Background: an optimization exercise with open tools, aiming at small area, a short achievable clock period and few clock cycles per item. Do not read the settings as production practice. No activity file was given, so power comes from the tool's default toggle rates.

==> inputs of run Y <==
==> flow/design.v <==
module mx_narrow (
    input  wire        clk,
    input  wire        rst,
    input  wire        in_valid,
    output wire        in_ready,
    input  wire [31:0] in_data,
    input  wire [3:0]  in_fmt,
    output wire        out_valid,
    input  wire        out_ready,
    output wire [7:0]  out_elem,
    output wire [7:0]  out_scale,
    output wire        out_last
);
    function f_is_fp;   input [3:0] f; f_is_fp = (f >= 4'd4) && (f <= 4'd8); endfunction
    function f_is_fp8;  input [3:0] f; f_is_fp8 = (f == 4'd4) || (f == 4'd5); endfunction
    function [3:0] f_bias;
        input [3:0] f;
        case (f)
        4'd4: f_bias = 4'd7;
        4'd5: f_bias = 4'd15;
        4'd6: f_bias = 4'd1;
        4'd7: f_bias = 4'd3;
        4'd8: f_bias = 4'd1;
        default: f_bias = 4'd0;
        endcase
    endfunction
    function [4:0] f_ca;
        input [3:0] f;
        case (f)
        4'd4: f_ca = 5'd15;
        4'd5: f_ca = 5'd30;
        4'd6: f_ca = 5'd3;
        4'd7: f_ca = 5'd7;
        4'd8: f_ca = 5'd3;
        default: f_ca = 5'd0;
        endcase
    endfunction
    function [2:0] f_c2;
        input [3:0] f;
        case (f)
        4'd4: f_c2 = 3'd4;
        4'd5: f_c2 = 3'd5;
        4'd6: f_c2 = 3'd4;
        4'd7: f_c2 = 3'd5;
        4'd8: f_c2 = 3'd6;
        default: f_c2 = 3'd0;
        endcase
    endfunction
    function [6:0] f_maxenc;
        input [3:0] f;
        case (f)
        4'd4: f_maxenc = 7'h7E;
        4'd5: f_maxenc = 7'h7B;
        4'd6: f_maxenc = 7'h1F;
        4'd7: f_maxenc = 7'h1F;
        4'd8: f_maxenc = 7'h07;
        default: f_maxenc = 7'h7F;
        endcase
    endfunction
    function [1:0] f_mbits;
        input [3:0] f;
        case (f)
        4'd4: f_mbits = 2'd3;
        4'd5: f_mbits = 2'd2;
        4'd6: f_mbits = 2'd3;
        4'd7: f_mbits = 2'd2;
        4'd8: f_mbits = 2'd1;
        default: f_mbits = 2'd0;
        endcase
    endfunction
    reg [4:0] ph;        
    reg [4:0] wj;        
    reg [4:0] rj;        
    reg       dv;        
    reg       in_rdy;
    assign in_ready = in_rdy;
    wire in_fire    = in_valid & in_rdy;
    wire completing = in_fire & (wj == 5'd31);
    reg [31:0] s1_d;
    reg        s1_v, s1_first, s1_last;
    reg [3:0]  s1_f;
    reg [3:0]  ff;         
    wire        s1_int = ~f_is_fp(s1_f);
    wire        p_sg = s1_d[31];
    wire [7:0]  p_e  = s1_d[30:23];
    wire [22:0] p_m  = s1_d[22:0];
    reg signed [9:0] f_sk;  reg f_n;             
    reg signed [9:0] c_sk;  reg c_n;  reg [3:0] c_f;    
    reg signed [9:0] d_sk;  reg d_n;  reg [3:0] d_f;    
    wire       s1_e1  = &p_e;
    wire       s1_mnz = |p_m;
    wire       s1_nan = s1_e1 & s1_mnz;
    wire [7:0] s1_eff = s1_e1 ? (s1_mnz ? 8'd0 : 8'd254) : p_e;
    wire signed [9:0] s1_ska = $signed({2'd0, s1_eff}) - $signed({5'd0, f_ca(s1_f)});
    wire signed [9:0] s1_skb = -$signed({6'd0, f_bias(s1_f)});
    wire signed [9:0] s1_sk  = (s1_ska > s1_skb) ? s1_ska : s1_skb;
    wire signed [9:0] new_sk = (s1_first | (s1_sk > f_sk)) ? s1_sk : f_sk;
    wire              new_n  = s1_nan | (f_n & ~s1_first);
    wire              done   = s1_v & s1_last;
    reg  [23:5] p_s;      
    reg  [3:0]  p_f;
    reg  [7:0]  p_l;
    integer k;
    always @(*) begin
        p_s[23] = 1'b0;
        for (k = 22; k >= 5; k = k - 1)
            p_s[k] = p_s[k+1] | p_m[k];
        p_f = 4'd0;
        p_l = 8'd0;
        for (k = 5; k <= 22; k = k + 1)
            if (p_m[k] & ~p_s[k+1]) begin
                p_f = p_f | p_m[k-1 -: 4];
                p_l = p_l | (k[7:0] - 8'd22);
            end
    end
    wire p_st_sub = |(p_m[17:0] & p_s[22:5]);
    reg [7:0] p_ec;
    reg [7:0] p_lo;
    always @(*) begin
        if (p_e == 8'hFF) begin
            if (s1_mnz) begin
                p_ec = 8'hFF; p_lo = 8'h00;
            end else begin
                p_ec = 8'hFE; p_lo = s1_int ? 8'hFF : 8'hF8;
            end
        end else if (p_e == 8'h00) begin
            if (s1_int) begin
                p_ec = p_m[22] ? 8'hFF : 8'h00;
                p_lo = {p_m[21:15], |p_m[14:0]};
            end else if (p_s[5]) begin
                p_ec = p_l;
                p_lo = {p_f, p_st_sub, 1'b1, 2'b00};
            end else begin
                p_ec = 8'h00; p_lo = 8'h00;
            end
        end else begin
            p_ec = p_e;
            p_lo = s1_int ? {p_m[22:16], |p_m[15:0]} : {p_m[22:19], |p_m[18:0], 3'b000};
        end
    end
    wire [16:0] pack = {p_sg, p_ec, p_lo};
    reg [17*32-1:0] ring;
    wire [16:0] ring_rd = ring[17*30-1 -: 17];    
    always @(posedge clk) begin
        ring <= {ring[17*31-1:0], s1_v ? pack : ring[17*32-1 -: 17]};
    end
    reg [16:0] a0_d, a1_d;
    reg        a0_v, a0_cplt, a0_first, a0_last;
    reg        a1_v, a1_cplt, a1_first, a1_last;
    reg        b_v, b_last;
    reg        b_sg, b_st, b_nan;
    reg [7:0]  b_sig;
    reg [3:0]  b_sh;
    reg [4:0]  b_ef;
    reg        o_v, o_last;
    reg [7:0]  o_elem, o_scale;
    assign out_valid = o_v;
    assign out_elem  = o_elem;
    assign out_scale = o_scale;
    assign out_last  = o_last;
    wire adv     = ~o_v | out_ready;
    wire a1_go   = a1_v & a1_cplt & adv;
    wire a1_free = ~a1_v | a1_go;
    wire a0_go   = a0_v & a1_free;
    wire a0_free = ~a0_v | a0_go;
    wire rd_base = (ph + 5'd2 == rj) & (dv | (rj < wj));
    wire rd      = rd_base & a0_free;
    wire [3:0]        x_f  = a1_first ? c_f  : d_f;
    wire signed [9:0] x_sk = a1_first ? c_sk : d_sk;
    wire              x_fp = f_is_fp(x_f);
    wire [2:0]        x_c2 = f_c2(x_f);
    wire        x_sg = a1_d[16];
    wire [7:0]  x_ec = a1_d[15:8];
    wire [7:0]  x_lo = a1_d[7:0];
    wire        x_flag = x_fp & x_lo[2];
    wire        x_zero = x_fp & (x_ec == 8'd0) & ~x_lo[2];
    wire        x_nan  = x_fp & (x_ec == 8'hFF) & ~x_lo[2];
    wire [9:0]  x_e    = {{2{x_flag & x_ec[7]}}, x_ec & {8{x_fp | (x_ec != 8'hFF)}}};
    wire [7:0]  x_sig  = x_fp ? (x_zero ? 8'd0 : {1'b1, x_lo[7:4], 3'b000})
                              : {x_ec != 8'd0, x_lo[7:1]};
    wire        x_st   = x_fp ? x_lo[3] : x_lo[0];
    wire signed [9:0] x_w  = $signed(x_e) - x_sk;
    wire              x_norm = x_fp & ~x_zero & ~x_w[9] & (x_w != 10'sd0);
    wire [3:0]        x_t  = {1'b0, x_c2} + 4'd1 - x_w[3:0];
    wire              x_big = x_w < ($signed({7'd0, x_c2}) - 10'sd8);
    wire [3:0]        x_sh = x_norm ? {1'b0, x_c2} : (x_big ? 4'd9 : x_t);
    wire [4:0]        x_ef = x_norm ? x_w[4:0] : 5'd0;
    wire        y_fp   = f_is_fp(d_f);
    wire [1:0]  y_mb   = f_mbits(d_f);
    wire [6:0]  y_max  = f_maxenc(d_f);
    wire        y_bnan = d_n & ~f_is_fp8(d_f);
    wire [16:0] y_wide   = {b_sig, 9'd0} >> b_sh;
    wire [6:0]  y_kept   = y_wide[15:9];
    wire        y_guard  = y_wide[8];
    wire        y_sticky = (|y_wide[7:0]) | b_st;
    wire        y_rnd    = y_guard & (y_sticky | y_kept[0]);
    reg  [6:0]  y_enc;           
    always @(*) begin
        case (y_mb)
        2'd3:    y_enc = {b_ef[3:0], y_kept[2:0]};
        2'd2:    y_enc = {b_ef, y_kept[1:0]};
        default: y_enc = {1'b0, b_ef, y_kept[0]};
        endcase
    end
    wire        y_fsat = (y_enc > y_max) | ((y_enc == y_max) & y_rnd) |
                         ((y_mb == 2'd3) & b_ef[4]);
    wire        y_isat = (y_kept == 7'd127) & y_rnd;
    wire [7:0]  y_base = y_fp ? {1'b0, y_enc} : (b_sg ? {1'b1, ~y_kept} : {1'b0, y_kept});
    wire        y_cin  = y_fp ? y_rnd : (b_sg ^ y_rnd);
    wire [7:0]  y_sum  = y_base + {7'd0, y_cin};
    reg  [7:0]  y_fel;
    always @(*) begin
        y_fel = {1'b0, y_fsat ? y_max : y_sum[6:0]};
        case (d_f)
        4'd6, 4'd7: y_fel[5] = b_sg;
        4'd8:       y_fel[3] = b_sg;
        default:    y_fel[7] = b_sg;
        endcase
    end
    wire [7:0]  y_iel = y_isat ? (b_sg ? 8'h81 : 8'h7F) : y_sum;
    wire [7:0]  y_el  = y_bnan ? 8'h00 :
                        (b_nan & f_is_fp8(d_f)) ? 8'h7F :
                        y_fp ? y_fel : y_iel;
    wire [9:0]  y_s   = d_sk + {6'd0, f_bias(d_f)};
    wire [4:0] wj_n = wj + {4'd0, in_fire};
    wire [4:0] rj_n = rj + {4'd0, rd};
    wire       dv_n = completing ? 1'b1 : (rd & (rj == 5'd31)) ? 1'b0 : dv;
    wire       rdy_n = (ph + 5'd2 == wj_n) & (~dv_n | (wj_n < rj_n));
    always @(posedge clk) begin
        s1_d     <= in_data;
        s1_first <= (wj == 5'd0);
        s1_last  <= (wj == 5'd31);
        s1_f     <= (wj == 5'd0) ? in_fmt : ff;
        if (in_fire & (wj == 5'd0)) ff <= in_fmt;
        if (s1_v) begin
            f_sk <= new_sk;
            f_n  <= new_n;
        end
        if (done) begin
            c_sk <= new_sk;
            c_n  <= new_n;
            c_f  <= s1_f;
        end
        if (rd) begin
            a0_d     <= ring_rd;
            a0_first <= (rj == 5'd0);
            a0_last  <= (rj == 5'd31);
        end
        if (a0_go) begin
            a1_d     <= a0_d;
            a1_first <= a0_first;
            a1_last  <= a0_last;
        end
        if (a1_go & a1_first) begin
            d_sk <= c_sk;
            d_n  <= c_n;
            d_f  <= c_f;
        end
        if (adv) begin
            b_last  <= a1_last;
            b_sg    <= x_sg;
            b_st    <= x_st;
            b_nan   <= x_nan;
            b_sig   <= x_sig;
            b_sh    <= x_sh;
            b_ef    <= x_ef;
            o_last  <= b_last;
            o_elem  <= y_el;
            o_scale <= y_bnan ? 8'hFF : y_s[7:0];
        end
        if (rst) begin
            ph     <= 5'd31;
            wj     <= 5'd0;
            rj     <= 5'd0;
            dv     <= 1'b0;
            in_rdy <= 1'b1;
            s1_v   <= 1'b0;
            a0_v   <= 1'b0;
            a1_v   <= 1'b0;
            b_v    <= 1'b0;
            o_v    <= 1'b0;
        end else begin
            ph     <= ph + 5'd1;
            wj     <= wj_n;
            rj     <= rj_n;
            dv     <= dv_n;
            in_rdy <= rdy_n;
            s1_v   <= in_fire;
            if (rd) begin
                a0_v    <= 1'b1;
                a0_cplt <= dv;
            end else begin
                if (a0_go) a0_v <= 1'b0;
                if (done) a0_cplt <= 1'b1;
            end
            if (a0_go) begin
                a1_v    <= 1'b1;
                a1_cplt <= a0_cplt | done;
            end else begin
                if (a1_go) a1_v <= 1'b0;
                if (done) a1_cplt <= 1'b1;
            end
            if (adv) begin
                b_v <= a1_v & a1_cplt;
                o_v <= b_v;
            end
        end
    end
endmodule
==> flow/run.sh <==
#!/bin/bash
# synth_recipe.tcl (not shown) runs the flow's synth.tcl, then flattens the netlist and writes it again
# the make line also repeats each setting of config.mk as NAME=value (left out here)
make -C /OpenROAD-flow-scripts/flow DESIGN_CONFIG=/design/flow/config.mk WORK_HOME=/design/flow/orfs CLKGATE_MAP_FILE= SYNTH_SCRIPT=/design/flow/synth_recipe.tcl finish
==> flow/config.mk <==
export PLATFORM = sky130hd
export DESIGN_NAME = mx_narrow
export DESIGN_NICKNAME = mx_narrow
export VERILOG_FILES = /design/flow/design.v
export SDC_FILE = /design/flow/constraint.sdc
export NUM_CORES = 4
export LEC_CHECK = 0
export CAP_MARGIN = 20
export CORE_MARGIN = 2
export CORE_UTILIZATION = 40
export PLACE_DENSITY = 0.6
export SLEW_MARGIN = 20
==> flow/constraint.sdc <==
create_clock -name core_clock -period 18.0 [get_ports {clk}]
set_input_delay 3.6000 -clock core_clock [delete_from_list [all_inputs] [get_ports {clk}]]
set_output_delay 3.6000 -clock core_clock [all_outputs]
set_load 0.01 [all_outputs]
==> inputs of run B, as changes to run Y <==
==> flow/design.v, changed modules only <==
module mx_narrow (
    input  wire        clk,
    input  wire        rst,
    input  wire        in_valid,
    output wire        in_ready,
    input  wire [31:0] in_data,
    input  wire [3:0]  in_fmt,
    output wire        out_valid,
    input  wire        out_ready,
    output wire [7:0]  out_elem,
    output wire [7:0]  out_scale,
    output wire        out_last
);
    function f_is_fp;   input [3:0] f; f_is_fp = (f >= 4'd4) && (f <= 4'd8); endfunction
    function f_is_fp8;  input [3:0] f; f_is_fp8 = (f == 4'd4) || (f == 4'd5); endfunction
    function [3:0] f_bias;
        input [3:0] f;
        case (f)
        4'd4: f_bias = 4'd7;
        4'd5: f_bias = 4'd15;
        4'd6: f_bias = 4'd1;
        4'd7: f_bias = 4'd3;
        4'd8: f_bias = 4'd1;
        default: f_bias = 4'd0;
        endcase
    endfunction
    function [3:0] f_emax;
        input [3:0] f;
        case (f)
        4'd4: f_emax = 4'd8;
        4'd5: f_emax = 4'd15;
        4'd6: f_emax = 4'd2;
        4'd7: f_emax = 4'd4;
        4'd8: f_emax = 4'd2;
        default: f_emax = 4'd0;
        endcase
    endfunction
    function [4:0] f_ca;
        input [3:0] f;
        case (f)
        4'd4: f_ca = 5'd15;
        4'd5: f_ca = 5'd30;
        4'd6: f_ca = 5'd3;
        4'd7: f_ca = 5'd7;
        4'd8: f_ca = 5'd3;
        default: f_ca = 5'd0;
        endcase
    endfunction
    function [2:0] f_c2;
        input [3:0] f;
        case (f)
        4'd4: f_c2 = 3'd4;
        4'd5: f_c2 = 3'd5;
        4'd6: f_c2 = 3'd4;
        4'd7: f_c2 = 3'd5;
        4'd8: f_c2 = 3'd6;
        default: f_c2 = 3'd0;
        endcase
    endfunction
    function [6:0] f_maxenc;
        input [3:0] f;
        case (f)
        4'd4: f_maxenc = 7'h7E;
        4'd5: f_maxenc = 7'h7B;
        4'd6: f_maxenc = 7'h1F;
        4'd7: f_maxenc = 7'h1F;
        4'd8: f_maxenc = 7'h07;
        default: f_maxenc = 7'h7F;
        endcase
    endfunction
    function [1:0] f_mbits;
        input [3:0] f;
        case (f)
        4'd4: f_mbits = 2'd3;
        4'd5: f_mbits = 2'd2;
        4'd6: f_mbits = 2'd3;
        4'd7: f_mbits = 2'd2;
        4'd8: f_mbits = 2'd1;
        default: f_mbits = 2'd0;
        endcase
    endfunction
    reg [4:0] ph;        
    reg [4:0] wj;        
    reg [4:0] rj;        
    reg       dv;        
    reg       in_rdy;
    assign in_ready = in_rdy;
    wire in_fire    = in_valid & in_rdy;
    wire completing = in_fire & (wj == 5'd31);
    reg [31:0] s1_d;
    reg        s1_v, s1_first, s1_last;
    reg        s1_e1;      
    reg        s1_mnz;     
    reg [3:0]  s1_f;
    reg [3:0]  ff;         
    wire        s1_int = ~f_is_fp(s1_f);
    wire        p_sg = s1_d[31];
    wire [7:0]  p_e  = s1_d[30:23];
    wire [22:0] p_m  = s1_d[22:0];
    reg [7:0]        f_mc;
    reg signed [8:0] f_sk;  reg f_n;                     
    reg signed [8:0] c_sk;  reg c_n;  reg [3:0] c_f;     
    reg signed [8:0] d_sk;  reg d_n;  reg [3:0] d_f;     
    wire       s1_nan = s1_e1 & s1_mnz;
    wire [7:0] s1_eff = s1_e1 ? (s1_mnz ? 8'd0 : 8'd254) : p_e;
    wire [7:0]        t_cm = s1_first ? {4'd0, f_emax(s1_f)} : f_mc;
    wire signed [8:0] t_ck = s1_first ? -$signed({5'd0, f_bias(s1_f)}) : f_sk;
    wire              t_gt = s1_eff > t_cm;
    wire signed [8:0] t_ek = $signed({1'b0, s1_eff}) - $signed({4'd0, f_ca(s1_f)});
    wire [7:0]        new_mc = t_gt ? s1_eff : t_cm;
    wire signed [8:0] new_sk = t_gt ? t_ek : t_ck;
    wire              new_n  = s1_nan | (f_n & ~s1_first);
    wire              done   = s1_v & s1_last;
    reg  [23:5] p_s;      
    reg  [3:0]  p_f;
    reg  [7:0]  p_l;
    integer k;
    always @(*) begin
        p_s[23] = 1'b0;
        for (k = 22; k >= 5; k = k - 1)
            p_s[k] = p_s[k+1] | p_m[k];
        p_f = 4'd0;
        p_l = 8'd0;
        for (k = 5; k <= 22; k = k + 1)
            if (p_m[k] & ~p_s[k+1]) begin
                p_f = p_f | p_m[k-1 -: 4];
                p_l = p_l | (k[7:0] - 8'd22);
            end
    end
    wire p_st_sub = |(p_m[17:0] & p_s[22:5]);
    reg [7:0] p_ec;
    reg [7:0] p_lo;
    always @(*) begin
        if (p_e == 8'hFF) begin
            if (s1_mnz) begin
                p_ec = 8'hFF; p_lo = 8'h00;
            end else begin
                p_ec = 8'hFE; p_lo = s1_int ? 8'hFF : 8'hF8;
            end
        end else if (p_e == 8'h00) begin
            if (s1_int) begin
                p_ec = p_m[22] ? 8'hFF : 8'h00;
                p_lo = {p_m[21:15], |p_m[14:0]};
            end else if (p_s[5]) begin
                p_ec = p_l;
                p_lo = {p_f, p_st_sub, 1'b1, 2'b00};
            end else begin
                p_ec = 8'h00; p_lo = 8'h00;
            end
        end else begin
            p_ec = p_e;
            p_lo = s1_int ? {p_m[22:16], |p_m[15:0]} : {p_m[22:19], |p_m[18:0], 3'b000};
        end
    end
    wire [16:0] pack = {p_sg, p_ec, p_lo};
    reg [17*32-1:0] ring;
    wire [16:0] ring_rd = ring[17*30-1 -: 17];    
    always @(posedge clk) begin
        ring <= {ring[17*31-1:0], s1_v ? pack : ring[17*32-1 -: 17]};
    end
    reg [16:0] a0_d, a1_d;
    reg        a0_v, a0_cplt, a0_first, a0_last;
    reg        a1_v, a1_cplt, a1_first, a1_last;
    reg        b_v, b_last;
    reg        b_sg, b_st, b_nan;
    reg [7:0]  b_sig;
    reg [3:0]  b_sh;
    reg [4:0]  b_ef;
    reg        o_v, o_last;
    reg [7:0]  o_elem, o_scale;
    assign out_valid = o_v;
    assign out_elem  = o_elem;
    assign out_scale = o_scale;
    assign out_last  = o_last;
    wire adv     = ~o_v | out_ready;
    wire a1_go   = a1_v & a1_cplt & adv;
    wire a1_free = ~a1_v | a1_go;
    wire a0_go   = a0_v & a1_free;
    wire a0_free = ~a0_v | a0_go;
    wire rd_base = (ph + 5'd2 == rj) & (dv | (rj < wj));
    wire rd_r0   = rd_base & (~a0_v | ~a1_v | (a1_cplt & ~o_v));
    wire rd_r1   = rd_base & a1_cplt;
    wire rd      = rd_r0 | (rd_r1 & out_ready);
    wire [3:0]        x_f  = a1_first ? c_f  : d_f;
    wire signed [8:0] x_sk = a1_first ? c_sk : d_sk;
    wire              x_fp = f_is_fp(x_f);
    wire [2:0]        x_c2 = f_c2(x_f);
    wire        x_sg = a1_d[16];
    wire [7:0]  x_ec = a1_d[15:8];
    wire [7:0]  x_lo = a1_d[7:0];
    wire        x_flag = x_fp & x_lo[2];
    wire        x_zero = x_fp & (x_ec == 8'd0) & ~x_lo[2];
    wire        x_nan  = x_fp & (x_ec == 8'hFF) & ~x_lo[2];
    wire [9:0]  x_e    = {{2{x_flag & x_ec[7]}}, x_ec & {8{x_fp | (x_ec != 8'hFF)}}};
    wire [7:0]  x_sig  = x_fp ? (x_zero ? 8'd0 : {1'b1, x_lo[7:4], 3'b000})
                              : {x_ec != 8'd0, x_lo[7:1]};
    wire        x_st   = x_fp ? x_lo[3] : x_lo[0];
    wire signed [9:0] x_w  = $signed(x_e) - {x_sk[8], x_sk};
    wire              x_norm = x_fp & ~x_zero & ~x_w[9] & (x_w != 10'sd0);
    wire [3:0]        x_t  = {1'b0, x_c2} + 4'd1 - x_w[3:0];
    wire              x_big = x_w < ($signed({7'd0, x_c2}) - 10'sd8);
    wire [3:0]        x_sh = x_norm ? {1'b0, x_c2} : (x_big ? 4'd9 : x_t);
    wire [4:0]        x_ef = x_norm ? x_w[4:0] : 5'd0;
    wire        y_fp   = f_is_fp(d_f);
    wire [1:0]  y_mb   = f_mbits(d_f);
    wire [6:0]  y_max  = f_maxenc(d_f);
    wire        y_bnan = d_n & ~f_is_fp8(d_f);
    wire [16:0] y_wide   = {b_sig, 9'd0} >> b_sh;
    wire [6:0]  y_kept   = y_wide[15:9];
    wire        y_guard  = y_wide[8];
    wire        y_sticky = (|y_wide[7:0]) | b_st;
    wire        y_rnd    = y_guard & (y_sticky | y_kept[0]);
    reg  [6:0]  y_enc;           
    always @(*) begin
        case (y_mb)
        2'd3:    y_enc = {b_ef[3:0], y_kept[2:0]};
        2'd2:    y_enc = {b_ef, y_kept[1:0]};
        default: y_enc = {1'b0, b_ef, y_kept[0]};
        endcase
    end
    wire        y_fsat = (y_enc > y_max) | ((y_enc == y_max) & y_rnd) |
                         ((y_mb == 2'd3) & b_ef[4]);
    wire        y_isat = (y_kept == 7'd127) & y_rnd;
    wire [7:0]  y_base = y_fp ? {1'b0, y_enc} : (b_sg ? {1'b1, ~y_kept} : {1'b0, y_kept});
    wire        y_cin  = y_fp ? y_rnd : (b_sg ^ y_rnd);
    wire [7:0]  y_sum  = y_base + {7'd0, y_cin};
    reg  [7:0]  y_fel;
    always @(*) begin
        y_fel = {1'b0, y_fsat ? y_max : y_sum[6:0]};
        case (d_f)
        4'd6, 4'd7: y_fel[5] = b_sg;
        4'd8:       y_fel[3] = b_sg;
        default:    y_fel[7] = b_sg;
        endcase
    end
    wire [7:0]  y_iel = y_isat ? (b_sg ? 8'h81 : 8'h7F) : y_sum;
    wire [7:0]  y_el  = y_bnan ? 8'h00 :
                        (b_nan & f_is_fp8(d_f)) ? 8'h7F :
                        y_fp ? y_fel : y_iel;
    wire [8:0]  y_s   = d_sk + {5'd0, f_bias(d_f)};
    wire [4:0] wj_1 = wj + 5'd1;
    wire [4:0] rj_1 = rj + 5'd1;
    wire [4:0] wj_n = in_fire ? wj_1 : wj;
    wire [4:0] rj_n = rd ? rj_1 : rj;
    wire       dv_n = completing ? 1'b1 : (rd & (rj == 5'd31)) ? 1'b0 : dv;
    wire [4:0] ph2  = ph + 5'd2;
    wire       r00 = (ph2 == wj)   & (~dv | (wj < rj));
    wire       r01 = (ph2 == wj)   & (~(dv & (rj != 5'd31)) | (wj < rj_1));
    wire       r10 = (ph2 == wj_1) & ((wj == 5'd31) ? (wj_1 < rj) : (~dv | (wj_1 < rj)));
    wire       r11 = (ph2 == wj_1) & ((wj == 5'd31) ? (wj_1 < rj_1) : (~(dv & (rj != 5'd31)) | (wj_1 < rj_1)));
    wire       rdy_n = in_fire ? (rd ? r11 : r10) : (rd ? r01 : r00);
    always @(posedge clk) begin
        s1_d     <= in_data;
        s1_first <= (wj == 5'd0);
        s1_last  <= (wj == 5'd31);
        s1_f     <= (wj == 5'd0) ? in_fmt : ff;
        s1_e1    <= &in_data[30:23];
        s1_mnz   <= |in_data[22:0];
        if (in_fire & (wj == 5'd0)) ff <= in_fmt;
        if (s1_v) begin
            f_mc <= new_mc;
            f_sk <= new_sk;
            f_n  <= new_n;
        end
        if (done) begin
            c_sk <= new_sk;
            c_n  <= new_n;
            c_f  <= s1_f;
        end
        if (rd) begin
            a0_d     <= ring_rd;
            a0_first <= (rj == 5'd0);
            a0_last  <= (rj == 5'd31);
        end
        if (a0_go) begin
            a1_d     <= a0_d;
            a1_first <= a0_first;
            a1_last  <= a0_last;
        end
        if (a1_go & a1_first) begin
            d_sk <= c_sk;
            d_n  <= c_n;
            d_f  <= c_f;
        end
        if (adv) begin
            b_last  <= a1_last;
            b_sg    <= x_sg;
            b_st    <= x_st;
            b_nan   <= x_nan;
            b_sig   <= x_sig;
            b_sh    <= x_sh;
            b_ef    <= x_ef;
            o_last  <= b_last;
            o_elem  <= y_el;
            o_scale <= y_bnan ? 8'hFF : y_s[7:0];
        end
        if (rst) begin
            ph     <= 5'd31;
            wj     <= 5'd0;
            rj     <= 5'd0;
            dv     <= 1'b0;
            in_rdy <= 1'b1;
            s1_v   <= 1'b0;
            a0_v   <= 1'b0;
            a1_v   <= 1'b0;
            b_v    <= 1'b0;
            o_v    <= 1'b0;
        end else begin
            ph     <= ph + 5'd1;
            wj     <= wj_n;
            rj     <= rj_n;
            dv     <= dv_n;
            in_rdy <= rdy_n;
            s1_v   <= in_fire;
            if (rd) begin
                a0_v    <= 1'b1;
                a0_cplt <= dv;
            end else begin
                if (a0_go) a0_v <= 1'b0;
                if (done) a0_cplt <= 1'b1;
            end
            if (a0_go) begin
                a1_v    <= 1'b1;
                a1_cplt <= a0_cplt | done;
            end else begin
                if (a1_go) a1_v <= 1'b0;
                if (done) a1_cplt <= 1'b1;
            end
            if (adv) begin
                b_v <= a1_v & a1_cplt;
                o_v <= b_v;
            end
        end
    end
endmodule
==> flow/flow/run.sh (new file) <==
#!/bin/bash
# Standard ORFS layout, with timing repair asked to leave extra setup slack.
set -euo pipefail
bash standard.sh SETUP_SLACK_MARGIN=13.5 finish > standard_make.log 2>&1
==> flow/standard.sh (new file) <==
#!/bin/bash
# synth_recipe.tcl (not shown) runs the flow's synth.tcl, then flattens the netlist and writes it again
# the make line also repeats each setting of config.mk as NAME=value (left out here)
make -C /OpenROAD-flow-scripts/flow DESIGN_CONFIG=/design/flow/config.mk WORK_HOME=/design/flow/orfs CLKGATE_MAP_FILE= SYNTH_SCRIPT=/design/flow/synth_recipe.tcl "${@:-finish}"
--- a/flow/config.mk
+++ b/flow/config.mk
@@ -8,5 +8,6 @@
 export CAP_MARGIN = 20
 export CORE_MARGIN = 2
 export CORE_UTILIZATION = 40
+export CTS_BUF_LIST = sky130_fd_sc_hd__clkbuf_4
 export PLACE_DENSITY = 0.6
 export SLEW_MARGIN = 20
removed: flow/run.sh
==> results.txt <==
Status:
- The flow ran to the end and the layout has no timing, DRC or antenna violations.

Yosys:
- The mux cell area share after synthesis is 2.54%.
- The area share of xor/xnor cells in the synthesized design is 1.72%.

CTS:
- The post-cts resize count is 0.
- Buffers inserted during clock tree synthesis total 70.

Global routing:
- The first global-routing pass estimated 63.2 mm of wire.

Finish:
- The number of cells in the finished layout apart from fillers is 2502.

Power and ir drop:
- For this design the total switching power over the nets is 0.748 mW.

Drt:
- The overall via count from detail_route is 12.0k.
That was run Y.
==> results.txt <==
Power and ir drop:
- For this design the total switching power over the nets is 0.731 mW.

Drt:
- The overall via count from detail_route is 12.9k.

CTS:
- The number of buffers inserted for hold repair after clock tree synthesis is 0.
- TritonCTS created 170 clock buffers.
- The number of gates resized after CTS was 82.

Finish:
- With fillers left out, the area of the finished cells amounts to 0.0259 mm^2.
- Leaving out filler cells and counting taps, the final layout contains 2775.

Global routing:
- The first-pass GRT wire length is 67.3 mm.

Yosys:
- Summing the areas of all xor and xnor instances in the mapped netlist gives 2.09% of the synthesized area.

Status:
- The run finished with no timing, DRC or antenna violations.
That was run B.
No functional check of the RTL was part of any run of this note.

==> what the ideal ports hide <==
The results above use ideal ports. As a check the final layouts listed here were re-extracted and re-timed, cells and wires unchanged.
Step 1, drivers: a clkbuf_16 drives clk and a buf_2 each remaining input, both assumed.
Step 2 times the ports against the registers' clock, not the clock port: input delays grow and output delays shrink by t, the midpoint of the rising clock arrivals with the driver on.
Three values: no drivers, after step 1, after step 2; two values: the first two.
run	t, ns	slack for setup (ns)	latest minus earliest clock arrival (ns)
run Y	0.645	10.134 / 10.134 / 10.063	0.017 / 0.017
run B	0.964	12.908 / 12.857 / 12.595	0.089 / 0.088
After both steps setup and hold are still met in every run listed. The setup slack of run B, which loses most, moves by -0.051 ns with the drivers and by -0.313 ns with both steps.
